Context: an optimization exercise on an open-source flow, tuned for small area, a short achievable clock period and few clock cycles per item. The choices shown serve that exercise and are no tape-out recipe. In this exercise RTL edits were held to simulation tests only and were not proved equivalent to the original.

$ cat flow/config.mk
export PLATFORM = sky130hd
export DESIGN_NAME = lim_node
export DESIGN_NICKNAME = lim_node
export VERILOG_FILES = /design/flow/design.v
export SDC_FILE = /design/flow/constraint.sdc
export NUM_CORES = 4
export LEC_CHECK = 0
export CAP_MARGIN = 20
export CORE_MARGIN = 2
export CORE_UTILIZATION = 60
export PLACE_DENSITY = 0.72
export SLEW_MARGIN = 20
$ cat flow/constraint.sdc
create_clock -name core_clock -period 17.0 [get_ports {clk}]
set_input_delay 3.4000 -clock core_clock [delete_from_list [all_inputs] [get_ports {clk}]]
set_output_delay 3.4000 -clock core_clock [all_outputs]
set_load 0.01 [all_outputs]
$ cat flow/design.v
module lim_node (
    input  wire         clk,
    input  wire         rst,         
    input  wire         in_valid,
    output wire         in_ready,
    input  wire [255:0] in_x,        
    input  wire [31:0]  in_thr,      
    input  wire [31:0]  in_kq,       
    output wire         out_valid,
    input  wire         out_ready,
    output wire [255:0] out_y,       
    output wire [31:0]  out_gmin     
);
    localparam [31:0] ONE = 32'h8000_0000;
    localparam [2:0] S_IDLE = 3'd0,
                     S_D0   = 3'd1,
                     S_VIS  = 3'd2,
                     S_CA   = 3'd4,
                     S_CB   = 3'd5;
    localparam [1:0] OP_NONE = 2'd0,
                     OP_CH   = 2'd1,
                     OP_OUT  = 2'd2,
                     OP_LA   = 2'd3;
    wire [30:0] thr_c = (in_thr[31] || in_thr[30:8] == 23'd0) ? 31'd256 : in_thr[30:0];
    reg  [7:0]  loud_c;
    integer k;
    always @* begin
        for (k = 0; k < 8; k = k + 1)
            loud_c[k] = {in_x[32*k +: 31] ^ {31{in_x[32*k+31]}}, in_x[32*k+31]} > {thr_c, 1'b0};
    end
    reg  [30:0] thr_r;
    reg  [31:0] kq_r;
    reg  [7:0]  loud_r;
    always @(posedge clk) begin
        thr_r  <= thr_c;
        kq_r   <= in_kq;
        loud_r <= loud_c;
    end
    reg  [2:0]   state;
    reg  [2:0]   i;                  
    reg  [7:0]   lv;                 
    reg  [31:0]  slot [0:7];         
    reg  [31:0]  xr;                 
    reg          xn;
    reg  [31:0]  x7r;                
    reg  [30:0]  u;                  
    reg  [31:0]  g;                  
    reg  [2:0]   gix;
    reg          gu;                 
    reg  [31:0]  gmin;
    reg          ovalid;
    reg          o7p;                
    reg          o7g;                
    reg  [7:0]   rm;                 
    reg          bz0, bz1;           
    reg          wb0, wb1;           
    reg  [2:0]   ix0, ix1;
    reg  [2:0]   wx0, wx1;           
    reg  [31:0]  rem0, rem1;
    reg  [31:0]  quo0, quo1;
    reg  [3:0]   cnt0, cnt1;
    reg  [31:0]  xr1;
    reg          xn1;
    reg          mv;
    reg  [30:0]  dm;
    reg  [3:0]   mn;
    reg          mp;                 
    reg          mp2;                
    reg          bt;
    reg  [30:0]  dn;
    reg  [3:0]   dv;
    reg          la_ok;              
    reg  [65:0]  ps, pc;
    reg  [1:0]   m2op;
    reg  [2:0]   m2i;
    wire go = ~(ovalid & ~out_ready);
    assign in_ready  = (state == S_CB) && (i == 3'd6);
    assign out_valid = ovalid;
    assign out_gmin  = gmin;
    genvar gi;
    generate for (gi = 0; gi < 8; gi = gi + 1) begin : g_out
        assign out_y[32*gi +: 32] = slot[gi];
    end endgenerate
    function [3:0] top_bit(input [7:0] m);    
        integer t;
        begin
            top_bit = 4'd0;
            for (t = 0; t < 8; t = t + 1)
                if (m[t]) top_bit = {1'b1, t[2:0]};
        end
    endfunction
    function [33:0] la_m(input [2:0] a, input [3:0] b);
        begin
            case ({a, b[2:0]})
            {3'd1, 3'd2}: la_m = 34'h200000000;
            {3'd1, 3'd3}: la_m = 34'h155555556;
            {3'd1, 3'd4}: la_m = 34'h100000000;
            {3'd1, 3'd5}: la_m = 34'h0cccccccd;
            {3'd1, 3'd6}: la_m = 34'h0aaaaaaab;
            {3'd1, 3'd7}: la_m = 34'h092492493;
            {3'd1, 3'd0}: la_m = 34'h080000000;
            {3'd2, 3'd3}: la_m = 34'h2aaaaaaab;
            {3'd2, 3'd4}: la_m = 34'h200000000;
            {3'd2, 3'd5}: la_m = 34'h19999999a;
            {3'd2, 3'd6}: la_m = 34'h155555556;
            {3'd2, 3'd7}: la_m = 34'h124924925;
            {3'd2, 3'd0}: la_m = 34'h100000000;
            {3'd3, 3'd4}: la_m = 34'h300000000;
            {3'd3, 3'd5}: la_m = 34'h266666667;
            {3'd3, 3'd6}: la_m = 34'h200000000;
            {3'd3, 3'd7}: la_m = 34'h1b6db6db7;
            {3'd3, 3'd0}: la_m = 34'h180000000;
            {3'd4, 3'd5}: la_m = 34'h333333334;
            {3'd4, 3'd6}: la_m = 34'h2aaaaaaab;
            {3'd4, 3'd7}: la_m = 34'h24924924a;
            {3'd4, 3'd0}: la_m = 34'h200000000;
            {3'd5, 3'd6}: la_m = 34'h355555556;
            {3'd5, 3'd7}: la_m = 34'h2db6db6dc;
            {3'd5, 3'd0}: la_m = 34'h280000000;
            {3'd6, 3'd7}: la_m = 34'h36db6db6e;
            {3'd6, 3'd0}: la_m = 34'h300000000;
            {3'd7, 3'd0}: la_m = 34'h380000000;
            default: la_m = 34'd0;
            endcase
        end
    endfunction
    wire [65:0] m_p  = ps + pc;
    wire [34:0] m_r  = m_p[65:31];
    wire [30:0] m_la = m_p[64:34];
    wire [30:0] ulim  = lv[i] ? slot[i][30:0] : 31'd0;
    wire        take_lim = m_r[34] | ({4'b0000, ulim} > m_r);    
    wire [30:0] u_new = take_lim ? ulim : m_r[30:0];
    function [33:0] dstep2(input [31:0] r, input [31:0] d, input dn);    
        reg [32:0] t;
        reg [33:0] df;
        reg [1:0]  q;
        integer s;
        begin
            for (s = 1; s >= 0; s = s - 1) begin
                t  = {r, 1'b0};
                df = {1'b0, t} - {2'b00, d} - {33'd0, dn};
                q[s] = ~df[33];
                r  = q[s] ? df[31:0] : t[31:0];
            end
            dstep2 = {q, r};
        end
    endfunction
    wire [33:0] dv0 = dstep2(rem0, xr, xn);
    wire [33:0] dv1 = dstep2(rem1, xr1, xn1);
    wire        wbs0 = wb0;
    wire        wbs1 = wb1 & ~wb0;
    wire        ls0  = bz0 & (cnt0 == 4'd0);
    wire        ls1  = bz1 & (cnt1 == 4'd0);
    wire        fr0  = (~bz0 & (~wb0 | wbs0)) | ls0;
    wire        fr1  = (~bz1 & (~wb1 | wbs1)) | (ls1 & ~ls0);
    wire [3:0]  top_rm = top_bit(rm);
    wire        ld0  = (state == S_VIS) && (rm != 8'd0) && fr0;
    wire        ld1  = (state == S_VIS) && (rm != 8'd0) && !fr0 && fr1;
    wire [2:0]  wbi  = wbs0 ? wx0 : wx1;
    wire [31:0] wbq  = wbs0 ? quo0 : quo1;
    wire [30:0] wbu  = ~wbq[31:1] + 31'd1;               
    wire [30:0] ur_i  = ulim;                            
    wire        use_c = mv && (m_la > ur_i);
    wire [30:0] ul_v  = use_c ? m_la : ur_i;
    wire        newm  = (ur_i > u) && (i != 3'd0);       
    wire [30:0] d_i   = ur_i - u;                        
    wire        more  = mv || newm;
    wire [3:0]  nxt_loud = top_bit(loud_r & ((8'd1 << i) - 8'd1));
    wire [2:0]  ni    = more ? (i - 3'd1) : nxt_loud[2:0];
    wire        ndone = (i == 3'd0) || (!more && !nxt_loud[3]);
    wire        vis   = (state == S_VIS);
    wire        rdy   = ~loud_r[i] | lv[i];                 
    wire        fin   = vis && rdy && (!mv || la_ok) && !mp && !mp2 && !wb0 && !wb1;
    wire        la_now  = vis && !fin && mv && !mp && !mp2 && !o7p;     
    wire        la_next = fin && !ndone && mv && !newm;                  
    wire [3:0]  top = top_bit(loud_r);
    wire        d0q = (state == S_D0) && !top[3];
    wire [2:0]  x_idx = (state == S_D0) ? top[2:0] : (state == S_VIS) ? top_rm[2:0] : i;
    wire [31:0] x_s   = in_x[32*x_idx +: 32];
    wire [34:0] cmp_l = dn * mn;
    wire [34:0] cmp_r = dm * dv;
    wire better = ~mv || (cmp_l > cmp_r);
    wire        l7 = o7p && o7g && (state == S_IDLE || state == S_VIS ||
                                    (state == S_CB && i == 3'd0));
    reg  [1:0]  op1;
    always @* begin
        case (state)
        S_IDLE:  op1 = l7 ? OP_OUT : OP_NONE;
        S_D0:    op1 = d0q ? OP_CH : OP_NONE;
        S_CA:    op1 = OP_CH;
        S_CB:    op1 = (i != 3'd0 || l7) ? OP_OUT : OP_NONE;
        S_VIS:   op1 = l7 ? OP_OUT : (la_now || la_next) ? OP_LA : OP_NONE;
        default: op1 = OP_NONE;
        endcase
    end
    wire        sel_la  = (state == S_VIS) && !o7p;
    wire        sel_out = (state == S_IDLE) || (state == S_CB) || (state == S_VIS && o7p);
    wire [2:0]  i_n  = (state == S_D0) ? top[2:0] : (fin ? (ndone ? 3'd0 : ni) : i);
    wire [3:0]  mn_n = (mp2 && bt) ? dv : mn;
    reg  [33:0] ra, rb;
    wire [34:0] m_a = sel_la  ? {1'b0, fin ? rb : ra}
                    : sel_out ? {3'b000, g} : {3'b000, kq_r};
    wire [31:0] m_b = sel_la  ? {1'b0, dm}
                    : sel_out ? xr : {1'b0, u};
    wire        m_n = ~sel_la & ~sel_out;
    wire [67:0] m_k = sel_la  ? {3'b000, u, 34'd0}
                    : sel_out ? {37'd0, {31{xr[31]}}} : {6'd0, u, {31{1'b1}}};
    wire [67:0] cs_s, cs_c;
    booth_cs u_mul (.a(m_a), .b(m_b), .negb(m_n), .k(m_k), .s(cs_s), .c(cs_c));
    always @(posedge clk) begin
        if (rst) begin
            state  <= S_IDLE;
            u      <= 31'd0;
            ovalid <= 1'b0;
            o7p    <= 1'b0;
            o7g    <= 1'b0;
            gu     <= 1'b0;
            mp     <= 1'b0;
            mp2    <= 1'b0;
            m2op   <= OP_NONE;
        end else begin
            if (ovalid && out_ready)
                ovalid <= 1'b0;
            if (go) begin
                ps   <= cs_s[65:0];
                pc   <= cs_c[65:0];
                m2op <= op1;
                m2i  <= l7 ? 3'd7 : i - 3'd1;
                gu   <= 1'b0;
                if (gu)
                    gmin <= (gix == 3'd0 || g < gmin) ? g : gmin;
                if (l7) begin
                    o7p <= 1'b0;
                    o7g <= 1'b0;
                end
                if (m2op == OP_OUT) begin
                    slot[m2i] <= m_r[31:0];
                    if (m2i == 3'd7)
                        ovalid <= 1'b1;
                end
                ra  <= la_m(i_n + 3'd1, mn_n);
                rb  <= la_m(i_n, mn_n);
                mp2 <= mp;
                bt  <= better;
                if (mp2 && bt) begin
                    mv <= 1'b1;
                    dm <= dn;
                    mn <= dv;
                end
                if (mp)
                    mp <= 1'b0;
                la_ok <= (op1 == OP_LA);
                case (state)
                S_IDLE: begin
                    if (o7p && !o7g) begin
                        g   <= ONE - {1'b0, u};
                        gix <= 3'd7;
                        gu  <= 1'b1;
                        o7g <= 1'b1;
                    end
                    lv     <= 8'd0;
                    mv     <= 1'b0;
                    la_ok  <= 1'b0;
                    bz0    <= 1'b0;
                    bz1    <= 1'b0;
                    wb0    <= 1'b0;
                    wb1    <= 1'b0;
                    if (in_valid)
                        state <= S_D0;
                end
                S_D0: begin
                    if (o7p && !o7g) begin
                        g   <= ONE - {1'b0, u};
                        gix <= 3'd7;
                        gu  <= 1'b1;
                        o7g <= 1'b1;
                    end
                    if (top[3]) begin
                        i     <= top[2:0];
                        xr1   <= x_s ^ {32{x_s[31]}};
                        xn1   <= x_s[31];
                        rem1  <= {1'b0, thr_r};
                        cnt1  <= 4'd15;
                        ix1   <= top[2:0];
                        bz1   <= 1'b1;
                        rm    <= loud_r & ~(8'd1 << top[2:0]);
                        state <= S_VIS;
                    end else begin
                        i     <= 3'd0;
                        state <= S_CB;
                    end
                end
                S_VIS: begin
                    if (bz0) begin
                        rem0 <= dv0[31:0];
                        quo0 <= {quo0[29:0], dv0[33:32]};
                        cnt0 <= cnt0 - 4'd1;
                        if (cnt0 == 4'd0) begin
                            bz0 <= 1'b0;
                            wb0 <= 1'b1;
                            wx0 <= ix0;
                        end
                    end
                    if (bz1) begin
                        rem1 <= dv1[31:0];
                        quo1 <= {quo1[29:0], dv1[33:32]};
                        cnt1 <= cnt1 - 4'd1;
                        if (cnt1 == 4'd0) begin
                            bz1 <= 1'b0;
                            wb1 <= 1'b1;
                            wx1 <= ix1;
                        end
                    end
                    if (wbs0 || wbs1) begin
                        slot[wbi] <= {1'b0, wbu};
                        lv[wbi]   <= 1'b1;
                    end
                    if (wbs0) wb0 <= 1'b0;
                    if (wbs1) wb1 <= 1'b0;
                    if (ld0) begin
                        xr   <= x_s ^ {32{x_s[31]}};
                        xn   <= x_s[31];
                        rem0 <= {1'b0, thr_r};
                        cnt0 <= 4'd15;
                        ix0  <= top_rm[2:0];
                        bz0  <= 1'b1;
                        rm   <= rm & ~(8'd1 << top_rm[2:0]);
                    end
                    if (ld1) begin
                        xr1  <= x_s ^ {32{x_s[31]}};
                        xn1  <= x_s[31];
                        rem1 <= {1'b0, thr_r};
                        cnt1 <= 4'd15;
                        ix1  <= top_rm[2:0];
                        bz1  <= 1'b1;
                        rm   <= rm & ~(8'd1 << top_rm[2:0]);
                    end
                    if (fin) begin
                        slot[i] <= {1'b0, ul_v};
                        if (use_c)
                            lv[i] <= 1'b1;
                        if (newm) begin
                            mp <= 1'b1;
                            dn <= d_i;
                            dv <= {1'b0, i} + 4'd1;
                        end
                        if (ndone) begin
                            i     <= 3'd0;
                            state <= S_CA;
                        end else begin
                            i <= ni;
                        end
                    end
                end
                S_CA: begin
                    if (i != 3'd0) begin
                        g   <= ONE - {1'b0, u};
                        gix <= i - 3'd1;
                        gu  <= 1'b1;
                    end
                    state <= S_CB;
                end
                S_CB: begin
                    u  <= u_new;
                    xr <= (i == 3'd7) ? x7r : x_s;
                    if (i == 3'd6)
                        x7r <= in_x[255:224];
                    if (i == 3'd7) begin
                        o7p    <= 1'b1;
                        lv     <= 8'd0;
                        mv     <= 1'b0;
                        la_ok  <= 1'b0;
                        bz0    <= 1'b0;
                        bz1    <= 1'b0;
                        wb0    <= 1'b0;
                        wb1    <= 1'b0;
                        state  <= in_valid ? S_D0 : S_IDLE;
                    end else begin
                        i     <= i + 3'd1;
                        state <= S_CA;
                    end
                end
                default: state <= S_IDLE;
                endcase
            end
        end
    end
endmodule
module booth_cs (
    input  wire [34:0] a,
    input  wire [31:0] b,
    input  wire        negb,
    input  wire [67:0] k,
    output wire [67:0] s,
    output wire [67:0] c
);
    wire [32:0] bx = {b, 1'b0};
    wire [35:0] a1 = {a[34], a};
    wire [35:0] a2 = {a, 1'b0};
    wire [2:0]  t0 = bx[2:0];
    wire        o0 = t0[0] ^ t0[1];
    wire        w0 = (t0 == 3'b011) | (t0 == 3'b100);
    wire        n0 = (t0[2] & ~(t0[1] & t0[0])) ^ negb;
    wire [35:0] m0 = ((o0 ? a1 : 36'd0) | (w0 ? a2 : 36'd0)) ^ {36{n0}};
    wire [2:0]  t1 = bx[4:2];
    wire        o1 = t1[0] ^ t1[1];
    wire        w1 = (t1 == 3'b011) | (t1 == 3'b100);
    wire        n1 = (t1[2] & ~(t1[1] & t1[0])) ^ negb;
    wire [35:0] m1 = ((o1 ? a1 : 36'd0) | (w1 ? a2 : 36'd0)) ^ {36{n1}};
    wire [2:0]  t2 = bx[6:4];
    wire        o2 = t2[0] ^ t2[1];
    wire        w2 = (t2 == 3'b011) | (t2 == 3'b100);
    wire        n2 = (t2[2] & ~(t2[1] & t2[0])) ^ negb;
    wire [35:0] m2 = ((o2 ? a1 : 36'd0) | (w2 ? a2 : 36'd0)) ^ {36{n2}};
    wire [2:0]  t3 = bx[8:6];
    wire        o3 = t3[0] ^ t3[1];
    wire        w3 = (t3 == 3'b011) | (t3 == 3'b100);
    wire        n3 = (t3[2] & ~(t3[1] & t3[0])) ^ negb;
    wire [35:0] m3 = ((o3 ? a1 : 36'd0) | (w3 ? a2 : 36'd0)) ^ {36{n3}};
    wire [2:0]  t4 = bx[10:8];
    wire        o4 = t4[0] ^ t4[1];
    wire        w4 = (t4 == 3'b011) | (t4 == 3'b100);
    wire        n4 = (t4[2] & ~(t4[1] & t4[0])) ^ negb;
    wire [35:0] m4 = ((o4 ? a1 : 36'd0) | (w4 ? a2 : 36'd0)) ^ {36{n4}};
    wire [2:0]  t5 = bx[12:10];
    wire        o5 = t5[0] ^ t5[1];
    wire        w5 = (t5 == 3'b011) | (t5 == 3'b100);
    wire        n5 = (t5[2] & ~(t5[1] & t5[0])) ^ negb;
    wire [35:0] m5 = ((o5 ? a1 : 36'd0) | (w5 ? a2 : 36'd0)) ^ {36{n5}};
    wire [2:0]  t6 = bx[14:12];
    wire        o6 = t6[0] ^ t6[1];
    wire        w6 = (t6 == 3'b011) | (t6 == 3'b100);
    wire        n6 = (t6[2] & ~(t6[1] & t6[0])) ^ negb;
    wire [35:0] m6 = ((o6 ? a1 : 36'd0) | (w6 ? a2 : 36'd0)) ^ {36{n6}};
    wire [2:0]  t7 = bx[16:14];
    wire        o7 = t7[0] ^ t7[1];
    wire        w7 = (t7 == 3'b011) | (t7 == 3'b100);
    wire        n7 = (t7[2] & ~(t7[1] & t7[0])) ^ negb;
    wire [35:0] m7 = ((o7 ? a1 : 36'd0) | (w7 ? a2 : 36'd0)) ^ {36{n7}};
    wire [2:0]  t8 = bx[18:16];
    wire        o8 = t8[0] ^ t8[1];
    wire        w8 = (t8 == 3'b011) | (t8 == 3'b100);
    wire        n8 = (t8[2] & ~(t8[1] & t8[0])) ^ negb;
    wire [35:0] m8 = ((o8 ? a1 : 36'd0) | (w8 ? a2 : 36'd0)) ^ {36{n8}};
    wire [2:0]  t9 = bx[20:18];
    wire        o9 = t9[0] ^ t9[1];
    wire        w9 = (t9 == 3'b011) | (t9 == 3'b100);
    wire        n9 = (t9[2] & ~(t9[1] & t9[0])) ^ negb;
    wire [35:0] m9 = ((o9 ? a1 : 36'd0) | (w9 ? a2 : 36'd0)) ^ {36{n9}};
    wire [2:0]  t10 = bx[22:20];
    wire        o10 = t10[0] ^ t10[1];
    wire        w10 = (t10 == 3'b011) | (t10 == 3'b100);
    wire        n10 = (t10[2] & ~(t10[1] & t10[0])) ^ negb;
    wire [35:0] m10 = ((o10 ? a1 : 36'd0) | (w10 ? a2 : 36'd0)) ^ {36{n10}};
    wire [2:0]  t11 = bx[24:22];
    wire        o11 = t11[0] ^ t11[1];
    wire        w11 = (t11 == 3'b011) | (t11 == 3'b100);
    wire        n11 = (t11[2] & ~(t11[1] & t11[0])) ^ negb;
    wire [35:0] m11 = ((o11 ? a1 : 36'd0) | (w11 ? a2 : 36'd0)) ^ {36{n11}};
    wire [2:0]  t12 = bx[26:24];
    wire        o12 = t12[0] ^ t12[1];
    wire        w12 = (t12 == 3'b011) | (t12 == 3'b100);
    wire        n12 = (t12[2] & ~(t12[1] & t12[0])) ^ negb;
    wire [35:0] m12 = ((o12 ? a1 : 36'd0) | (w12 ? a2 : 36'd0)) ^ {36{n12}};
    wire [2:0]  t13 = bx[28:26];
    wire        o13 = t13[0] ^ t13[1];
    wire        w13 = (t13 == 3'b011) | (t13 == 3'b100);
    wire        n13 = (t13[2] & ~(t13[1] & t13[0])) ^ negb;
    wire [35:0] m13 = ((o13 ? a1 : 36'd0) | (w13 ? a2 : 36'd0)) ^ {36{n13}};
    wire [2:0]  t14 = bx[30:28];
    wire        o14 = t14[0] ^ t14[1];
    wire        w14 = (t14 == 3'b011) | (t14 == 3'b100);
    wire        n14 = (t14[2] & ~(t14[1] & t14[0])) ^ negb;
    wire [35:0] m14 = ((o14 ? a1 : 36'd0) | (w14 ? a2 : 36'd0)) ^ {36{n14}};
    wire [2:0]  t15 = bx[32:30];
    wire        o15 = t15[0] ^ t15[1];
    wire        w15 = (t15 == 3'b011) | (t15 == 3'b100);
    wire        n15 = (t15[2] & ~(t15[1] & t15[0])) ^ negb;
    wire [35:0] m15 = ((o15 ? a1 : 36'd0) | (w15 ? a2 : 36'd0)) ^ {36{n15}};
    wire [67:0] r0 = {1'b0, 1'b0, 1'b0, 1'b0, 1'b0, 1'b0, 1'b0, 1'b0, 1'b0, 1'b0, 1'b0, 1'b0, 1'b0, 1'b0, 1'b0, 1'b0, 1'b0, 1'b0, 1'b0, 1'b0, 1'b0, 1'b0, 1'b0, 1'b0, 1'b0, 1'b0, 1'b0, 1'b0, 1'b0, 1'b0, 1'b0, 1'b0, ~m0[35], m0[34], m0[33], m0[32], m0[31], m0[30], m0[29], m0[28], m0[27], m0[26], m0[25], m0[24], m0[23], m0[22], m0[21], m0[20], m0[19], m0[18], m0[17], m0[16], m0[15], m0[14], m0[13], m0[12], m0[11], m0[10], m0[9], m0[8], m0[7], m0[6], m0[5], m0[4], m0[3], m0[2], m0[1], m0[0]};
    wire [67:0] r1 = {1'b0, 1'b0, 1'b0, 1'b0, 1'b0, 1'b0, 1'b0, 1'b0, 1'b0, 1'b0, 1'b0, 1'b0, 1'b0, 1'b0, 1'b0, 1'b0, 1'b0, 1'b0, 1'b0, 1'b0, 1'b0, 1'b0, 1'b0, 1'b0, 1'b0, 1'b0, 1'b0, 1'b0, 1'b0, 1'b0, ~m1[35], m1[34], m1[33], m1[32], m1[31], m1[30], m1[29], m1[28], m1[27], m1[26], m1[25], m1[24], m1[23], m1[22], m1[21], m1[20], m1[19], m1[18], m1[17], m1[16], m1[15], m1[14], m1[13], m1[12], m1[11], m1[10], m1[9], m1[8], m1[7], m1[6], m1[5], m1[4], m1[3], m1[2], m1[1], m1[0], 1'b0, n0};
    wire [67:0] r2 = {1'b0, 1'b0, 1'b0, 1'b0, 1'b0, 1'b0, 1'b0, 1'b0, 1'b0, 1'b0, 1'b0, 1'b0, 1'b0, 1'b0, 1'b0, 1'b0, 1'b0, 1'b0, 1'b0, 1'b0, 1'b0, 1'b0, 1'b0, 1'b0, 1'b0, 1'b0, 1'b0, 1'b0, ~m2[35], m2[34], m2[33], m2[32], m2[31], m2[30], m2[29], m2[28], m2[27], m2[26], m2[25], m2[24], m2[23], m2[22], m2[21], m2[20], m2[19], m2[18], m2[17], m2[16], m2[15], m2[14], m2[13], m2[12], m2[11], m2[10], m2[9], m2[8], m2[7], m2[6], m2[5], m2[4], m2[3], m2[2], m2[1], m2[0], 1'b0, n1, 1'b0, 1'b0};
    wire [67:0] r3 = {1'b0, 1'b0, 1'b0, 1'b0, 1'b0, 1'b0, 1'b0, 1'b0, 1'b0, 1'b0, 1'b0, 1'b0, 1'b0, 1'b0, 1'b0, 1'b0, 1'b0, 1'b0, 1'b0, 1'b0, 1'b0, 1'b0, 1'b0, 1'b0, 1'b0, 1'b0, ~m3[35], m3[34], m3[33], m3[32], m3[31], m3[30], m3[29], m3[28], m3[27], m3[26], m3[25], m3[24], m3[23], m3[22], m3[21], m3[20], m3[19], m3[18], m3[17], m3[16], m3[15], m3[14], m3[13], m3[12], m3[11], m3[10], m3[9], m3[8], m3[7], m3[6], m3[5], m3[4], m3[3], m3[2], m3[1], m3[0], 1'b0, n2, 1'b0, 1'b0, 1'b0, 1'b0};
    wire [67:0] r4 = {1'b0, 1'b0, 1'b0, 1'b0, 1'b0, 1'b0, 1'b0, 1'b0, 1'b0, 1'b0, 1'b0, 1'b0, 1'b0, 1'b0, 1'b0, 1'b0, 1'b0, 1'b0, 1'b0, 1'b0, 1'b0, 1'b0, 1'b0, 1'b0, ~m4[35], m4[34], m4[33], m4[32], m4[31], m4[30], m4[29], m4[28], m4[27], m4[26], m4[25], m4[24], m4[23], m4[22], m4[21], m4[20], m4[19], m4[18], m4[17], m4[16], m4[15], m4[14], m4[13], m4[12], m4[11], m4[10], m4[9], m4[8], m4[7], m4[6], m4[5], m4[4], m4[3], m4[2], m4[1], m4[0], 1'b0, n3, 1'b0, 1'b0, 1'b0, 1'b0, 1'b0, 1'b0};
    wire [67:0] r5 = {1'b0, 1'b0, 1'b0, 1'b0, 1'b0, 1'b0, 1'b0, 1'b0, 1'b0, 1'b0, 1'b0, 1'b0, 1'b0, 1'b0, 1'b0, 1'b0, 1'b0, 1'b0, 1'b0, 1'b0, 1'b0, 1'b0, ~m5[35], m5[34], m5[33], m5[32], m5[31], m5[30], m5[29], m5[28], m5[27], m5[26], m5[25], m5[24], m5[23], m5[22], m5[21], m5[20], m5[19], m5[18], m5[17], m5[16], m5[15], m5[14], m5[13], m5[12], m5[11], m5[10], m5[9], m5[8], m5[7], m5[6], m5[5], m5[4], m5[3], m5[2], m5[1], m5[0], 1'b0, n4, 1'b0, 1'b0, 1'b0, 1'b0, 1'b0, 1'b0, 1'b0, 1'b0};
    wire [67:0] r6 = {1'b0, 1'b0, 1'b0, 1'b0, 1'b0, 1'b0, 1'b0, 1'b0, 1'b0, 1'b0, 1'b0, 1'b0, 1'b0, 1'b0, 1'b0, 1'b0, 1'b0, 1'b0, 1'b0, 1'b0, ~m6[35], m6[34], m6[33], m6[32], m6[31], m6[30], m6[29], m6[28], m6[27], m6[26], m6[25], m6[24], m6[23], m6[22], m6[21], m6[20], m6[19], m6[18], m6[17], m6[16], m6[15], m6[14], m6[13], m6[12], m6[11], m6[10], m6[9], m6[8], m6[7], m6[6], m6[5], m6[4], m6[3], m6[2], m6[1], m6[0], 1'b0, n5, 1'b0, 1'b0, 1'b0, 1'b0, 1'b0, 1'b0, 1'b0, 1'b0, 1'b0, 1'b0};
    wire [67:0] r7 = {1'b0, 1'b0, 1'b0, 1'b0, 1'b0, 1'b0, 1'b0, 1'b0, 1'b0, 1'b0, 1'b0, 1'b0, 1'b0, 1'b0, 1'b0, 1'b0, 1'b0, 1'b0, ~m7[35], m7[34], m7[33], m7[32], m7[31], m7[30], m7[29], m7[28], m7[27], m7[26], m7[25], m7[24], m7[23], m7[22], m7[21], m7[20], m7[19], m7[18], m7[17], m7[16], m7[15], m7[14], m7[13], m7[12], m7[11], m7[10], m7[9], m7[8], m7[7], m7[6], m7[5], m7[4], m7[3], m7[2], m7[1], m7[0], 1'b0, n6, 1'b0, 1'b0, 1'b0, 1'b0, 1'b0, 1'b0, 1'b0, 1'b0, 1'b0, 1'b0, 1'b0, 1'b0};
    wire [67:0] r8 = {1'b0, 1'b0, 1'b0, 1'b0, 1'b0, 1'b0, 1'b0, 1'b0, 1'b0, 1'b0, 1'b0, 1'b0, 1'b0, 1'b0, 1'b0, 1'b0, ~m8[35], m8[34], m8[33], m8[32], m8[31], m8[30], m8[29], m8[28], m8[27], m8[26], m8[25], m8[24], m8[23], m8[22], m8[21], m8[20], m8[19], m8[18], m8[17], m8[16], m8[15], m8[14], m8[13], m8[12], m8[11], m8[10], m8[9], m8[8], m8[7], m8[6], m8[5], m8[4], m8[3], m8[2], m8[1], m8[0], 1'b0, n7, 1'b0, 1'b0, 1'b0, 1'b0, 1'b0, 1'b0, 1'b0, 1'b0, 1'b0, 1'b0, 1'b0, 1'b0, 1'b0, 1'b0};
    wire [67:0] r9 = {1'b0, 1'b0, 1'b0, 1'b0, 1'b0, 1'b0, 1'b0, 1'b0, 1'b0, 1'b0, 1'b0, 1'b0, 1'b0, 1'b0, ~m9[35], m9[34], m9[33], m9[32], m9[31], m9[30], m9[29], m9[28], m9[27], m9[26], m9[25], m9[24], m9[23], m9[22], m9[21], m9[20], m9[19], m9[18], m9[17], m9[16], m9[15], m9[14], m9[13], m9[12], m9[11], m9[10], m9[9], m9[8], m9[7], m9[6], m9[5], m9[4], m9[3], m9[2], m9[1], m9[0], 1'b0, n8, 1'b0, 1'b0, 1'b0, 1'b0, 1'b0, 1'b0, 1'b0, 1'b0, 1'b0, 1'b0, 1'b0, 1'b0, 1'b0, 1'b0, 1'b0, 1'b0};
    wire [67:0] r10 = {1'b0, 1'b0, 1'b0, 1'b0, 1'b0, 1'b0, 1'b0, 1'b0, 1'b0, 1'b0, 1'b0, 1'b0, ~m10[35], m10[34], m10[33], m10[32], m10[31], m10[30], m10[29], m10[28], m10[27], m10[26], m10[25], m10[24], m10[23], m10[22], m10[21], m10[20], m10[19], m10[18], m10[17], m10[16], m10[15], m10[14], m10[13], m10[12], m10[11], m10[10], m10[9], m10[8], m10[7], m10[6], m10[5], m10[4], m10[3], m10[2], m10[1], m10[0], 1'b0, n9, 1'b0, 1'b0, 1'b0, 1'b0, 1'b0, 1'b0, 1'b0, 1'b0, 1'b0, 1'b0, 1'b0, 1'b0, 1'b0, 1'b0, 1'b0, 1'b0, 1'b0, 1'b0};
    wire [67:0] r11 = {1'b0, 1'b0, 1'b0, 1'b0, 1'b0, 1'b0, 1'b0, 1'b0, 1'b0, 1'b0, ~m11[35], m11[34], m11[33], m11[32], m11[31], m11[30], m11[29], m11[28], m11[27], m11[26], m11[25], m11[24], m11[23], m11[22], m11[21], m11[20], m11[19], m11[18], m11[17], m11[16], m11[15], m11[14], m11[13], m11[12], m11[11], m11[10], m11[9], m11[8], m11[7], m11[6], m11[5], m11[4], m11[3], m11[2], m11[1], m11[0], 1'b0, n10, 1'b0, 1'b0, 1'b0, 1'b0, 1'b0, 1'b0, 1'b0, 1'b0, 1'b0, 1'b0, 1'b0, 1'b0, 1'b0, 1'b0, 1'b0, 1'b0, 1'b0, 1'b0, 1'b0, 1'b0};
    wire [67:0] r12 = {1'b0, 1'b0, 1'b0, 1'b0, 1'b0, 1'b0, 1'b0, 1'b0, ~m12[35], m12[34], m12[33], m12[32], m12[31], m12[30], m12[29], m12[28], m12[27], m12[26], m12[25], m12[24], m12[23], m12[22], m12[21], m12[20], m12[19], m12[18], m12[17], m12[16], m12[15], m12[14], m12[13], m12[12], m12[11], m12[10], m12[9], m12[8], m12[7], m12[6], m12[5], m12[4], m12[3], m12[2], m12[1], m12[0], 1'b0, n11, 1'b0, 1'b0, 1'b0, 1'b0, 1'b0, 1'b0, 1'b0, 1'b0, 1'b0, 1'b0, 1'b0, 1'b0, 1'b0, 1'b0, 1'b0, 1'b0, 1'b0, 1'b0, 1'b0, 1'b0, 1'b0, 1'b0};
    wire [67:0] r13 = {1'b0, 1'b0, 1'b0, 1'b0, 1'b0, 1'b0, ~m13[35], m13[34], m13[33], m13[32], m13[31], m13[30], m13[29], m13[28], m13[27], m13[26], m13[25], m13[24], m13[23], m13[22], m13[21], m13[20], m13[19], m13[18], m13[17], m13[16], m13[15], m13[14], m13[13], m13[12], m13[11], m13[10], m13[9], m13[8], m13[7], m13[6], m13[5], m13[4], m13[3], m13[2], m13[1], m13[0], 1'b0, n12, 1'b0, 1'b0, 1'b0, 1'b0, 1'b0, 1'b0, 1'b0, 1'b0, 1'b0, 1'b0, 1'b0, 1'b0, 1'b0, 1'b0, 1'b0, 1'b0, 1'b0, 1'b0, 1'b0, 1'b0, 1'b0, 1'b0, 1'b0, 1'b0};
    wire [67:0] r14 = {1'b0, 1'b0, 1'b0, 1'b0, ~m14[35], m14[34], m14[33], m14[32], m14[31], m14[30], m14[29], m14[28], m14[27], m14[26], m14[25], m14[24], m14[23], m14[22], m14[21], m14[20], m14[19], m14[18], m14[17], m14[16], m14[15], m14[14], m14[13], m14[12], m14[11], m14[10], m14[9], m14[8], m14[7], m14[6], m14[5], m14[4], m14[3], m14[2], m14[1], m14[0], 1'b0, n13, 1'b0, 1'b0, 1'b0, 1'b0, 1'b0, 1'b0, 1'b0, 1'b0, 1'b0, 1'b0, 1'b0, 1'b0, 1'b0, 1'b0, 1'b0, 1'b0, 1'b0, 1'b0, 1'b0, 1'b0, 1'b0, 1'b0, 1'b0, 1'b0, 1'b0, 1'b0};
    wire [67:0] r15 = {1'b0, 1'b0, ~m15[35], m15[34], m15[33], m15[32], m15[31], m15[30], m15[29], m15[28], m15[27], m15[26], m15[25], m15[24], m15[23], m15[22], m15[21], m15[20], m15[19], m15[18], m15[17], m15[16], m15[15], m15[14], m15[13], m15[12], m15[11], m15[10], m15[9], m15[8], m15[7], m15[6], m15[5], m15[4], m15[3], m15[2], m15[1], m15[0], 1'b0, n14, 1'b0, 1'b0, 1'b0, 1'b0, 1'b0, 1'b0, 1'b0, 1'b0, 1'b0, 1'b0, 1'b0, 1'b0, 1'b0, 1'b0, 1'b0, 1'b0, 1'b0, 1'b0, 1'b0, 1'b0, 1'b0, 1'b0, 1'b0, 1'b0, 1'b0, 1'b0, 1'b0, 1'b0};
    wire [67:0] rk = {1'b1, 1'b1, 1'b0, 1'b1, 1'b0, 1'b1, 1'b0, 1'b1, 1'b0, 1'b1, 1'b0, 1'b1, 1'b0, 1'b1, 1'b0, 1'b1, 1'b0, 1'b1, 1'b0, 1'b1, 1'b0, 1'b1, 1'b0, 1'b1, 1'b0, 1'b1, 1'b0, 1'b1, 1'b0, 1'b1, 1'b0, 1'b1, 1'b1, 1'b0, 1'b0, 1'b0, 1'b0, n15, 1'b0, 1'b0, 1'b0, 1'b0, 1'b0, 1'b0, 1'b0, 1'b0, 1'b0, 1'b0, 1'b0, 1'b0, 1'b0, 1'b0, 1'b0, 1'b0, 1'b0, 1'b0, 1'b0, 1'b0, 1'b0, 1'b0, 1'b0, 1'b0, 1'b0, 1'b0, 1'b0, 1'b0, 1'b0, 1'b0};
    wire [67:0] l0s0 = r0 ^ r1 ^ r2;
    wire [67:0] l0c0 = {((r0 & r1) | (r0 & r2) | (r1 & r2))} << 1;
    wire [67:0] l0s1 = r3 ^ r4 ^ r5;
    wire [67:0] l0c1 = {((r3 & r4) | (r3 & r5) | (r4 & r5))} << 1;
    wire [67:0] l0s2 = r6 ^ r7 ^ r8;
    wire [67:0] l0c2 = {((r6 & r7) | (r6 & r8) | (r7 & r8))} << 1;
    wire [67:0] l0s3 = r9 ^ r10 ^ r11;
    wire [67:0] l0c3 = {((r9 & r10) | (r9 & r11) | (r10 & r11))} << 1;
    wire [67:0] l0s4 = r12 ^ r13 ^ r14;
    wire [67:0] l0c4 = {((r12 & r13) | (r12 & r14) | (r13 & r14))} << 1;
    wire [67:0] l0s5 = r15 ^ rk ^ k;
    wire [67:0] l0c5 = {((r15 & rk) | (r15 & k) | (rk & k))} << 1;
    wire [67:0] l1s0 = l0s0 ^ l0c0 ^ l0s1;
    wire [67:0] l1c0 = {((l0s0 & l0c0) | (l0s0 & l0s1) | (l0c0 & l0s1))} << 1;
    wire [67:0] l1s1 = l0c1 ^ l0s2 ^ l0c2;
    wire [67:0] l1c1 = {((l0c1 & l0s2) | (l0c1 & l0c2) | (l0s2 & l0c2))} << 1;
    wire [67:0] l1s2 = l0s3 ^ l0c3 ^ l0s4;
    wire [67:0] l1c2 = {((l0s3 & l0c3) | (l0s3 & l0s4) | (l0c3 & l0s4))} << 1;
    wire [67:0] l1s3 = l0c4 ^ l0s5 ^ l0c5;
    wire [67:0] l1c3 = {((l0c4 & l0s5) | (l0c4 & l0c5) | (l0s5 & l0c5))} << 1;
    wire [67:0] l2s0 = l1s0 ^ l1c0 ^ l1s1;
    wire [67:0] l2c0 = {((l1s0 & l1c0) | (l1s0 & l1s1) | (l1c0 & l1s1))} << 1;
    wire [67:0] l2s1 = l1c1 ^ l1s2 ^ l1c2;
    wire [67:0] l2c1 = {((l1c1 & l1s2) | (l1c1 & l1c2) | (l1s2 & l1c2))} << 1;
    wire [67:0] l3s0 = l2s0 ^ l2c0 ^ l2s1;
    wire [67:0] l3c0 = {((l2s0 & l2c0) | (l2s0 & l2s1) | (l2c0 & l2s1))} << 1;
    wire [67:0] l3s1 = l2c1 ^ l1s3 ^ l1c3;
    wire [67:0] l3c1 = {((l2c1 & l1s3) | (l2c1 & l1c3) | (l1s3 & l1c3))} << 1;
    wire [67:0] l4s0 = l3s0 ^ l3c0 ^ l3s1;
    wire [67:0] l4c0 = {((l3s0 & l3c0) | (l3s0 & l3s1) | (l3c0 & l3s1))} << 1;
    wire [67:0] l5s0 = l4s0 ^ l4c0 ^ l3c1;
    wire [67:0] l5c0 = {((l4s0 & l4c0) | (l4s0 & l3c1) | (l4c0 & l3c1))} << 1;
    assign s = l5s0;
    assign c = l5c0;
endmodule
$ cat flow/run.sh
#!/bin/bash
# synth_recipe.tcl (not shown) runs the flow's synth.tcl, then flattens the netlist and writes it again
# the make line also repeats each setting of config.mk as NAME=value (left out here)
make -C /OpenROAD-flow-scripts/flow DESIGN_CONFIG=/design/flow/config.mk WORK_HOME=/design/flow/orfs CLKGATE_MAP_FILE= SYNTH_SCRIPT=/design/flow/synth_recipe.tcl finish
==> results of run 1 <==
[per-stage QoR]
| stage | setup WS [ps] | area, sq um |
|---|---|---|
| 2_1_floorplan | 6590 | 102000 |
| 3_3_place_gp | 8400 | 110000 |
| 3_5_place_dp | 8370 | 110000 |
| 4_1_cts | 8330 | 114000 |
| 5_1_grt | 7930 | 114000 |
| 6_report | 8150 | 114000 |
[layout by cell type, fill, tap and decap left out, types with 134 or more instances in the layout]
cell type,synthesis,routed
fa_1,637,637
and2_1,135,135
inv_1,1212,1212
a21oi_1,600,592
xnor2_1,673,664
buf_4,4,214
o21ai_0,365,365
a21o_1,205,205
clkdlybuf4s50_1,0,604
ha_1,1006,994
a22oi_1,534,534
xor2_1,462,462
nand2_1,1057,1048
edfxtp_1,823,823
nor2_1,518,511
o22ai_1,221,221
nand3_1,282,282
mux2i_1,134,134
[per-layer routing]
| layer | vias to the layer above | routed length, um |
|---|---|---|
| li1 | 38900 | - |
| met1 | 43800 | 141000 |
| met2 | 6413 | 169000 |
| met3 | 1617 | 47900 |
| met4 | 16 | 34900 |
| met5 | - | 317 |
[cell type report]
type                            instances  share of cell area
Multi-Input combinational cell       8160               0.597
Clock buffer                          132              0.0253
Inverter                             1220              0.0401
Timing Repair Buffer                  832              0.0684
Clock inverter                         74             0.00660
Tap cell                             2218              0.0243
Sequential cell                       947               0.238
Antenna cell                           18            0.000394
[worst max-delay path: stages, from the launching register on]
cell,delay (ps)
edfxtp_1,960
mux4_2,630
mux2i_4,140
buf_4,520
nor2_1,320
ha_1,490
and3_1,330
nor3b_1,400
nand3_1,140
a311oi_1,560
nor3_1,300
o21ai_2,530
nand2_1,180
a31oi_4,230
buf_4,460
inv_2,490
ha_1,450
xor2_2,730
o21ai_0,290
a32oi_1,310
[registers in the layout, summed over array words and instances, names as in the netlist, 32 cells and up, named ones only]
name	flops
pc	64
quo0	32
quo1	32
ps	64
slot	256
xr	32
kq_r	32
rem0	32
x7r	32
g	32
gmin	32
rem1	32
[cell families (layout without fill, tap and decap cells)]
family,Yosys count,count (layout),synth area share
simple gates,2649,2649,0.121
xor+xnor,1146,1146,0.0994
flops,947,947,0.267
buf+inv,1876,2258,0.0716
fa+ha+maj,1643,1643,0.249
other cells,1,19,0.0000368
compound gates,2498,2498,0.162
mux,223,223,0.0304
[worst max-delay path by stage]
stage	startpoint	endpoint
3_5_place_dp	i[0]	ra[29]
3_3_place_gp	flip-flop	ra[29]
6_report	i[0]	ra[32]
2_1_floorplan	out_ready	slot[3][0]
5_1_grt	flip-flop	ra[32]
4_1_cts	flip-flop	ra[29]
==> summary.txt, run 1 <==
Run status
  • Status: finished clean

CTS
  • Post-CTS setup buffer count: 0
  • Num CTS Buffers: 111
  • CTS resizes: 0
  • Clock buffer depth: 3
  • Clk slew on worst S/H paths: 60 ps
  • CTS tree: yes
  • Htree depth: 3
  • Root Buffer: clkbuf_16
  • # clock sinks: 947
  • Worst-Skew Late Latency: 830 ps
  • Hold buffers post-CTS: 0

Die
  • Die area: 0.173 sq mm
  • Starting Density: 0.603
  • Die width: 416 um
  • Die height: 416 um
  • Io pins: 614
  • Core ar.: 0.169 sq mm
  • Placement Rows: 151

Yosys
  • Register area share after synthesis: 0.267
  • Top cells by area, synth: edfxtp_1 24%, fa_1 13%, ha_1 12%
  • Top cells by count, synth: 1212 x inv_1, 1057 x nand2_1, 1006 x ha_1
  • Synthesized flop and latch total: 947
  • Mapped cell area: 0.102 sq mm
  • Share of the synthesized area in the top cell type: 0.243
  • Main synth FF type: edfxtp_1
  • Netlist cell types: 107
  • Post-synth EDFFs: 823
  • Yosys top cell by area: edfxtp_1
  • Warnings from Yosys: 1
  • Count leader, synth: inv_1
  • Post-synth ARST share: 0
  • Average cell area after synthesis: 9.27 sq um
  • Post-Synthesis Cells: 11.0k
  • Synth Net Count: 13.0k

Worst setup path
  • Required @ worst endpoint: 17590 ps
  • Reg2reg setup slack: 8150 ps
  • Crit Path Class: reg2reg
  • CP max FO: 48
  • CP Capture Type: flip-flop
  • CP startpoint kind: flip-flop
  • Crit path arrival time: 9440 ps
  • Reg2reg start: i[0]
  • Reg-to-reg endpoint: ra[32]
  • FF-to-FF path depth: 19

Routing
  • Antenna viol nets, final: 0
  • Initial DRC Count: 11.9k
  • Vias: 90.7k
  • Drt via density: 6.67
  • Pre-antenna DRT Iters: 10
  • Wire per inst: 28.9 um
  • Routed wire length: 393000 um
  • Residual DRC count: 0

GRT
  • Met3 Use GR: 0.125
  • Vias in the first global route: 90.3k
  • Initial antenna violation count: 21
  • Global-route track usage on met2: 0.667
  • Total track usage: 0.443
  • Overflow after GRT: 0
  • First-pass GRT wire length: 574000 um
  • Busiest grt layer: met2
  • Routing usage on met1: 0.548
  • Largest net degree at the start of global routing: 129

Timing
  • Tcrit/Tclk final: 0.520
  • Fin. max-slew vios: 0
  • RSZ-0062 raised after global routing: no
  • Max Clk Rate: 113 MHz
  • Setup tns final: 0 ps
  • Hold Slack: 423 ps
  • Final setup vio count: 0
  • Relative slew margins: 0.198
  • Clock Skew: 90.9 ps
  • Worst Max-Slew Pin Slew: 1200 ps
  • Final hold viol count: 0
  • Min Tclk post-route: 8850 ps

Layout
  • Non-Filler Instances: 13.6k
  • Multi-input gate area: 0.0682 sq mm
  • Nets@finish: 13.2k
  • FF/Latch Area: 0.0272 sq mm
  • Synth-to-Final Area Change: 12.2%
  • Fill count: 13.3k
  • Post-layout util: 0.676
  • Layout cell share with drive strength beyond 1: 0.0626

Min path
  • Hold path start: ix0[1]
  • Hold depth: 0
  • Hold EP: wx0[1]
  • Hold WC Path Type: reg2reg

Job
  • MaxCap Viol Count: 0

Placed design
  • DP Wirelength: 298000 um
  • # placed instances: 13.4k
  • Gpl congestion: 1.06
  • I/O Buffers: 613
Testbench counts, summed over its fixed seeds: cycles 42,763, blocks 1,600.
==> inputs of run 2 (changes only) <==
--- a/flow/design.v
+++ b/flow/design.v
@@ -195,4 +195,3 @@
     end
-    wire        sel_la  = (state == S_VIS) && !o7p;
-    wire        sel_out = (state == S_IDLE) || (state == S_CB) || (state == S_VIS && o7p);
+    reg         sel_la, sel_out;     
     wire [2:0]  i_n  = (state == S_D0) ? top[2:0] : (fin ? (ndone ? 3'd0 : ni) : i);
@@ -202,5 +201,22 @@
                     : sel_out ? {3'b000, g} : {3'b000, kq_r};
-    wire [31:0] m_b = sel_la  ? {1'b0, dm}
-                    : sel_out ? xr : {1'b0, u};
-    wire        m_n = ~sel_la & ~sel_out;
+    reg  [31:0] mb;
+    reg         nb;
+    wire [30:0] dm_n = (mp2 && bt) ? dn : dm;
+    reg  [31:0] mb_n;
+    reg         nb_n;
+    always @* begin
+        mb_n = xr;                                   
+        nb_n = 1'b0;
+        case (state)
+        S_IDLE: if (in_valid) begin mb_n = {1'b0, u}; nb_n = 1'b1; end
+        S_VIS:  if (fin && ndone) begin mb_n = {1'b0, u}; nb_n = 1'b1; end
+                else mb_n = {1'b0, dm_n};
+        S_CB:   begin mb_n = {1'b0, u_new}; nb_n = 1'b1; end
+        default: ;
+        endcase
+    end
+    wire        sl_n = (state == S_VIS) && !(fin && ndone);
+    wire        so_n = ~nb_n & ~sl_n;
+    wire [31:0] m_b = mb;
+    wire        m_n = nb;
     wire [67:0] m_k = sel_la  ? {3'b000, u, 34'd0}
@@ -227,2 +243,6 @@
                 m2op <= op1;
+                mb   <= mb_n;
+                nb   <= nb_n;
+                sel_la  <= sl_n;
+                sel_out <= so_n;
                 m2i  <= l7 ? 3'd7 : i - 3'd1;
==> summary.txt, run 2 <==
Run status
  • Status: finished clean

Timing
  • Hold Slack: 416 ps (-7.01 ps)
  • Max Clk Rate: 117 MHz (+3.1%)
  • Worst Max-Slew Pin Slew: 1260 ps (+54.7 ps)
  • Final hold viol count: 0 (unchanged)
  • Setup tns final: 0 ps (unchanged)
  • Relative slew margins: 0.157 (-0.0404)
  • Min Tclk post-route: 8580 ps (-265 ps)
  • RSZ-0062 raised after global routing: no
  • Final worst slack: 8420 ps (+265 ps)
  • Tcrit/Tclk final: 0.505 (-0.0156)
  • Final setup vio count: 0 (unchanged)
  • Fin. max-slew vios: 0 (unchanged)
  • Clock Skew: 76.2 ps (-14.8 ps)

Worst setup path
  • Slowest CP cell: nand2_1
  • Crit-path leading delay family: buffers and inverters
  • Buffers and inverters on the worst path: 4 (+1)
  • CP most frequent cell: nand2_1
  • Crit path arrival time: 9080 ps (-360 ps)
  • Worst path max stage delay: 870 ps (-90 ps)
  • Required @ worst endpoint: 17490 ps (-100 ps)
  • CP startpoint kind: primary input
  • CP Capture Type: flip-flop
  • Critical path, cell by cell: clkdlybuf4s50_1 -> inv_1 -> nand2_1 -> inv_8 -> nand2_2 -> o31ai_1 -> nand2_1 -> buf_4 -> nand2_1 -> o22ai_1
  • Crit Path Class: in2reg
  • CP max FO: 83 (+73%)

Yosys
  • Netlist cell types: 97 (-9.3%)
  • Top cells by area, synth: edfxtp_1 25%, fa_1 12%, ha_1 12%
  • Main synth FF type: edfxtp_1
  • Post-Synthesis Cells: 11.1k (+0.96%)
  • Post-synth ARST share: 0 (unchanged)
  • Yosys top cell by area: edfxtp_1
  • Top cells by count, synth: 1214 x inv_1, 1004 x ha_1, 858 x edfxtp_1
  • Register area share after synthesis: 0.272 (+0.00475)
  • Post-synth EDFFs: 858 (+4.3%)
  • Synthesized flop and latch total: 982 (+3.7%)
  • Synth Net Count: 13.1k (+0.80%)
  • Mapped cell area: 0.104 sq mm (+2.1%)
  • Count leader, synth: inv_1
  • Warnings from Yosys: 1 (unchanged)
  • Average cell area after synthesis: 9.37 sq um (+1.1%)
  • Share of the synthesized area in the top cell type: 0.248 (+0.00524)

Die
  • Core ar.: 0.172 sq mm (+1.7%)
  • Die width: 420 um (+1.0%)
  • Die height: 420 um (+1.0%)
  • Die area: 0.176 sq mm (+2.0%)
  • Starting Density: 0.605 (+0.00223)
  • Placement Rows: 152 (+0.66%)
  • Io pins: 614 (unchanged)

CTS
  • # clock sinks: 982 (+3.7%)
  • Num CTS Buffers: 107 (-3.6%)
  • Worst-Skew Late Latency: 820 ps (about the same)
  • Htree depth: 3 (unchanged)
  • Root Buffer: clkbuf_16
  • Post-CTS setup buffer count: 0 (unchanged)
  • Clk slew on worst S/H paths: 60 ps (about the same)
  • Clock buffer depth: 3 (unchanged)
  • CTS tree: yes
  • CTS resizes: 0 (unchanged)
  • Hold buffers post-CTS: 0 (unchanged)

Layout
  • Commonest non-fill, non-tap cell in the layout: inv_1
  • Layout cell share with drive strength beyond 1: 0.0617 (-0.000899)
  • Biggest regs: slot x256, pc x64, ps x64
  • Max FFs per register: 256 (unchanged)
  • Commonest non-fill, non-tap cells in the layout: 1214 x inv_1, 999 x ha_1, 858 x edfxtp_1, 844 x nand2_1, 688 x xnor2_1
  • Nets@finish: 13.3k (+0.26%)
  • Top reg by flops: slot
  • Synth-to-Final Area Change: 11.7%

Routing
  • Residual DRC count: 0 (unchanged)
  • Pre-antenna DRT Iters: 13 (+3)
  • Routed wire length: 388000 um (-1.3%)
  • Antenna viol nets, final: 0 (unchanged)
  • Vias: 90.9k (+0.22%)
  • Initial DRC Count: 12.4k (+4.5%)
  • Wire per inst: 28.3 um (-2.2%)
  • Drt via density: 6.62 (-0.71%)

Min path
  • Hold WC Path Type: reg2reg

Placed design
  • Placement Setup Slack: 7680 ps (-688 ps)
  • Gpl congestion: 1.06 (-0.14%)
  • I/O Buffers: 613 (unchanged)
  • DP Wirelength: 296000 um (-0.59%)

GRT
  • First-pass GRT wire length: 567000 um (-1.2%)
  • Total track usage: 0.431 (-0.0121)
  • Vias in the first global route: 88.1k (-2.4%)
  • Initial antenna violation count: 32 (+52%)
  • Overflow after GRT: 0 (unchanged)
  • Largest net degree at the start of global routing: 91 (-29%)

Job
  • MaxCap Viol Count: 0 (unchanged)
-- run 2: changes by cell type after synthesis, moves of 31 or more --
cell,change
mux2_2,+60
nor2_1,-62
a222oi_1,+31
nand2_1,-208
a22oi_1,-35
nor3_1,+52
buf_2,-56
a21oi_1,+70
edfxtp_1,+35
mux2i_1,+58
clkbuf_1,+83
xnor2_1,+38
o21ai_0,+31
-- run 2: final cells by class --
cell class / count / area, sq um
fillers: 13600 / 55700
clock buffers: 132 / 2930
flip-flops and latches: 982 / 28300
clock inverters: 69 / 825
repair buffers: 813 / 7660
well taps: 2310 / 2890
inverters: 1232 / 4630
diodes: 17 / 42.5
multi-input cells: 8173 / 68800
-- run 2: worst paths after layout --
path	end	start	depth (start not counted)	slack [ps]
min	wx0[0]	ix0[0]	0	420
max	slot[2][9]	rst	10	8420
max reg2reg	ps[36]	i[1]	18	9080
min reg2reg	wx0[0]	ix0[0]	0	420
-- run 2: metrics by stage --
step | cell area (sq um) | instances | util
floorplan | 104000 | 11100 | -
global placement | 112000 | 13500 | 0.653
detailed placement | 112000 | 13500 | 0.653
CTS | 116000 | 13700 | 0.675
global route | 116000 | 13700 | 0.675
finish | 116000 | 13700 | 0.676
-- run 2: cells by family after synthesis --
family / count (synthesis) / synth area share
flops: 982 / 0.272
fa+ha+maj: 1641 / 0.244
buf+inv: 1933 / 0.0715
mux: 342 / 0.0420
simple gates: 2417 / 0.110
xor+xnor: 1190 / 0.101
other cells: 1 / 0.0000361
compound gates: 2582 / 0.160
-- run 2: metal layers --
| metal | vias to the layer above | GRT usage | part of all wire |
|---|---|---|---|
| met2 | 6358 | 0.655 | 0.44 |
| met4 | 30 | 0.248 | 0.071 |
| li1 | 39300 | - | - |
| met3 | 1425 | 0.109 | 0.12 |
| met5 | - | 0.00500 | 0.00081 |
| met1 | 43800 | 0.559 | 0.37 |
-- run 2: worst reg2reg max path, stage by stage, from the launching register on --
cell and delay, ps:
edfxtp_1 790, mux4_2 660, nor3b_1 190, nor4_4 440
buf_4 540, mux2i_1 340, a21oi_2 270, buf_4 500
a22oi_1 240, xnor2_1 230, fa_1 540, fa_1 540
inv_1 80, fa_1 520, inv_1 60, fa_1 470
fa_1 530, inv_1 50, fa_1 570
Testbench counts of run 2, summed over its fixed seeds: cycles 42,763, blocks 1,600.
==> inputs of run 3 (changes only) <==
--- a/flow/design.v
+++ b/flow/design.v
@@ -196,3 +196,3 @@
     reg         sel_la, sel_out;     
-    wire [2:0]  i_n  = (state == S_D0) ? top[2:0] : (fin ? (ndone ? 3'd0 : ni) : i);
+    wire [2:0]  i_n  = fin ? (i - 3'd1) : i;
     wire [3:0]  mn_n = (mp2 && bt) ? dv : mn;
==> summary.txt, run 3 <==
Run status
  • Status: finished clean

Routing
  • Initial DRC Count: 12.1k (-2.9%)
  • Drt via density: 6.65 (+0.36%)
  • Routed wire length: 392000 um (+0.93%)
  • Residual DRC count: 0 (unchanged)
  • Vias: 90.4k (-0.54%)
  • Antenna viol nets, final: 0 (unchanged)
  • Wire per inst: 28.8 um (+1.9%)
  • Pre-antenna DRT Iters: 8 (-5)

Layout
  • Layout cell share with drive strength beyond 1: 0.0638 (+0.00219)
  • Commonest non-fill, non-tap cell in the layout: inv_1
  • Max FFs per register: 256 (unchanged)
  • Post-layout util: 0.676 (about the same)
  • Synth-to-Final Area Change: 12.2%
  • Non-Filler Instances: 13.6k (-0.90%)
  • Fill count: 13.6k (+0.15%)
  • Commonest non-fill, non-tap cells in the layout: 1204 x inv_1, 999 x ha_1, 885 x nand2_1, 858 x edfxtp_1, 691 x xnor2_1
  • Biggest regs: slot x256, pc x64, ps x64
  • Nets@finish: 13.2k (-0.40%)
  • Top reg by flops: slot
  • Final instance area: 0.116 sq mm (-0.27%)

Yosys
  • Register area share after synthesis: 0.274 (+0.00187)
  • Post-synthesis xor/xnor area fraction: 0.101 (+0.000401)
  • Main combinational cell family by area after synthesis: adder cells
  • Top cells by count, synth: 1206 x inv_1, 1004 x ha_1, 891 x nand2_1
  • Top cells by area, synth: edfxtp_1 25%, fa_1 12%, ha_1 12%
  • Synthesized flop and latch total: 982 (unchanged)
  • Adder-Cell Fraction of Synth Area: 0.245 (+0.00168)
  • Average cell area after synthesis: 9.39 sq um (+0.24%)
  • Count leader, synth: inv_1
  • Share of the synthesized area in the top cell type: 0.250 (+0.00171)
  • Yosys top cell by area: edfxtp_1
  • Mapped cell area: 0.103 sq mm (-0.68%)
  • Post-Synthesis Cells: 11.0k (-0.92%)
  • Netlist cell types: 99 (+2.1%)
  • Post-synth EDFFs: 858 (unchanged)
  • Warnings from Yosys: 1 (unchanged)
  • Complex-gate fraction of the synthesized area: 0.162 (+0.00168)
  • Synth Net Count: 13.0k (-0.78%)
  • Post-synth ARST share: 0 (unchanged)
  • Post-synthesis mux area share: 0.0376 (-0.00443)
  • Main synth FF type: edfxtp_1
  • Post-Synth Simple-Gate Area: 0.111 (+0.000478)

Worst setup path
  • CP max FO: 51 (-39%)
  • Worst setup startpoint: ps[10]
  • Critical path, cell by cell: ha_1 -> a21o_1 -> a21o_1 -> a2111oi_0 -> o211ai_1 -> a221o_1 -> o21ai_2 -> o21a_1 -> o21bai_1 -> xnor2_2 -> inv_1 -> ha_1 -> nand4_1 -> nor2_1 -> a221oi_1 -> o21ai_0 -> a31o_2 -> a211o_1 -> o21ai_4 -> buf_4 -> mux2i_1 -> o21ai_1 -> o22ai_1
  • Required @ worst endpoint: 17500 ps (about the same)
  • Worst path max stage delay: 920 ps (+50 ps)
  • Slowest CP cell: xnor2_2
  • CP Capture Type: flip-flop
  • CP startpoint kind: flip-flop
  • Crit Path Class: reg2reg
  • Reg2reg start: ps[10]
  • Crit path arrival time: 9010 ps (-70 ps)

GRT
  • Total track usage: 0.438 (+0.00724)
  • Global-route track usage on met2: 0.653 (-0.00169)
  • First-pass GRT wire length: 573000 um (+1.0%)
  • Largest net degree at the start of global routing: 129 (+42%)
  • Vias in the first global route: 88.0k (-0.13%)
  • Busiest grt layer: met2
  • Initial antenna violation count: 29 (-9.4%)
  • Overflow after GRT: 0 (unchanged)
  • Routing usage on met1: 0.561 (+0.00166)
  • Met3 Use GR: 0.141 (+0.0323)

CTS
  • # clock sinks: 982 (unchanged)
  • Hold buffers post-CTS: 0 (unchanged)
  • Clock buffer depth: 3 (unchanged)
  • Htree depth: 3 (unchanged)
  • Worst-Skew Late Latency: 810 ps (about the same)
  • Num CTS Buffers: 113 (+5.6%)
  • CTS resizes: 0 (unchanged)
  • Clk slew on worst S/H paths: 60 ps (about the same)
  • CTS tree: yes
  • Post-CTS setup buffer count: 0 (unchanged)
  • Root Buffer: clkbuf_16

Min path
  • Hold WC Path Type: reg2reg
  • Hold path start: ix0[2]

Placed design
  • Placed instance area: 0.112 sq mm (-0.34%)
  • Gpl congestion: 1.11 (+4.8%)
  • DP Wirelength: 300000 um (+1.4%)
  • # placed instances: 13.4k (-0.98%)
  • I/O Buffers: 613 (unchanged)

Timing
  • RSZ-0062 raised after global routing: no
  • Fin. max-slew vios: 0 (unchanged)
  • Final hold viol count: 0 (unchanged)
  • Final setup vio count: 0 (unchanged)
  • Min Tclk post-route: 8510 ps (-71.3 ps)
  • Max Clk Rate: 118 MHz (+0.84%)
  • Setup tns final: 0 ps (unchanged)
  • Clock Skew: 56.1 ps (-20.1 ps)
  • Worst Max-Slew Pin Slew: 1290 ps (+33.3 ps)
  • Tcrit/Tclk final: 0.501 (-0.00420)
  • Relative slew margins: 0.138 (-0.0190)

Die
  • Starting Density: 0.603 (-0.00213)
  • Placement Rows: 152 (unchanged)
  • Die height: 419 um (-0.34%)
  • Core ar.: 0.171 sq mm (-0.33%)
  • Die width: 419 um (-0.34%)
  • Io pins: 614 (unchanged)
  • Die area: 0.175 sq mm (-0.68%)

Job
  • MaxCap Viol Count: 0 (unchanged)
## run 3: per-layer routing
| metal | wire length, um | up-vias |
|---|---|---|
| met3 | 52300 | 1409 |
| li1 | - | 39000 |
| met1 | 143000 | 43700 |
| met4 | 28600 | 22 |
| met5 | 250 | - |
| met2 | 167000 | 6229 |
## run 3: final cells by class
type	count	area, sq um	share of cell area
tap	2233	2790	0.0241
sequential	982	28300	0.244
clock inverter	63	607	0.00524
inverter	1220	4590	0.0396
clock buffer	151	3230	0.0279
multi-input combinational	8109	68500	0.592
antenna	16	40.0	0.000346
timing repair buffer	830	7760	0.0670
## run 3: cells by family (layout without fill, tap and decap cells)
| group | count (synthesis) | after routing |
|---|---|---|
| AOI/OAI and AO/OA | 2563 | 2563 |
| and+or+nand+nor | 2420 | 2420 |
| buffers and inverters | 1895 | 2264 |
| adders and majority gates | 1641 | 1641 |
| xor gates and xnor gates | 1187 | 1187 |
| DFF | 982 | 982 |
| muxes | 297 | 297 |
| other | 1 | 17 |
## run 3: worst max-delay path, delay by kind of cell (launching register included)
kind                       cells  cell delay [ps]
AOI/OAI and AO/OA             15             5020
xor gates and xnor gates       1              920
adders and majority gates      2              700
buffers and inverters          2              730
DFF                            1              370
muxes                          1              210
and+or+nand+nor                2              250
## run 3: worst paths after layout
kind / depth (start not counted) / end / slack (ps)
worst max-delay path: 23 / slot[1][5] / 8490
worst min-delay path: 0 / wx0[2] / 420
worst max register to register: 23 / slot[1][5] / 8490
worst min register to register: 0 / wx0[2] / 420
## run 3: metrics by stage
step / setup slack, ps / hold slack, ps
5_1_grt: 8150 / 425
4_1_cts: 8740 / 418
3_5_place_dp: 8430 / 405
3_3_place_gp: 8640 / 407
2_1_floorplan: 4140 / 400
6_report: 8490 / 416
Testbench counts of run 3, summed over its fixed seeds: cycles 42,763, blocks 1,600.

[separate check: timing with driven ports]
The results above use ideal ports. As a check the final layouts listed here were re-extracted and re-timed, cells and wires unchanged. Step 1 (the two cells are an assumption about what drives the block):
set clk [get_ports {clk}]
set_driving_cell -lib_cell sky130_fd_sc_hd__clkbuf_16 $clk
set_driving_cell -lib_cell sky130_fd_sc_hd__buf_2 [delete_from_list [all_inputs] $clk]
Step 2 adds t to the input delays and takes it off the output delays; t is the mean of the earliest and latest rising clock arrival at the registers after step 1. Input paths then give back, and output paths get back, about the clock's delay inside the block. Three values: no drivers, after step 1, after step 2; two values: the first two.
| run | t, ns | setup slack, ns | worst setup path at the end | cell pins on the clock port's net |
|---|---|---|---|---|
| run 1 | 0.852 | 8.153 / 8.153 / 8.153 | register to register | 1 |
| run 2 | 0.857 | 8.418 / 8.350 / 7.493 | input to register | 1 |
| run 3 | 0.853 | 8.489 / 8.489 / 8.236 | input to register | 1 |
After both steps every run listed still meets setup and hold. For run 2, which loses most, drivers alone change the setup slack by -0.068 ns; drivers and shift together by -0.925 ns.
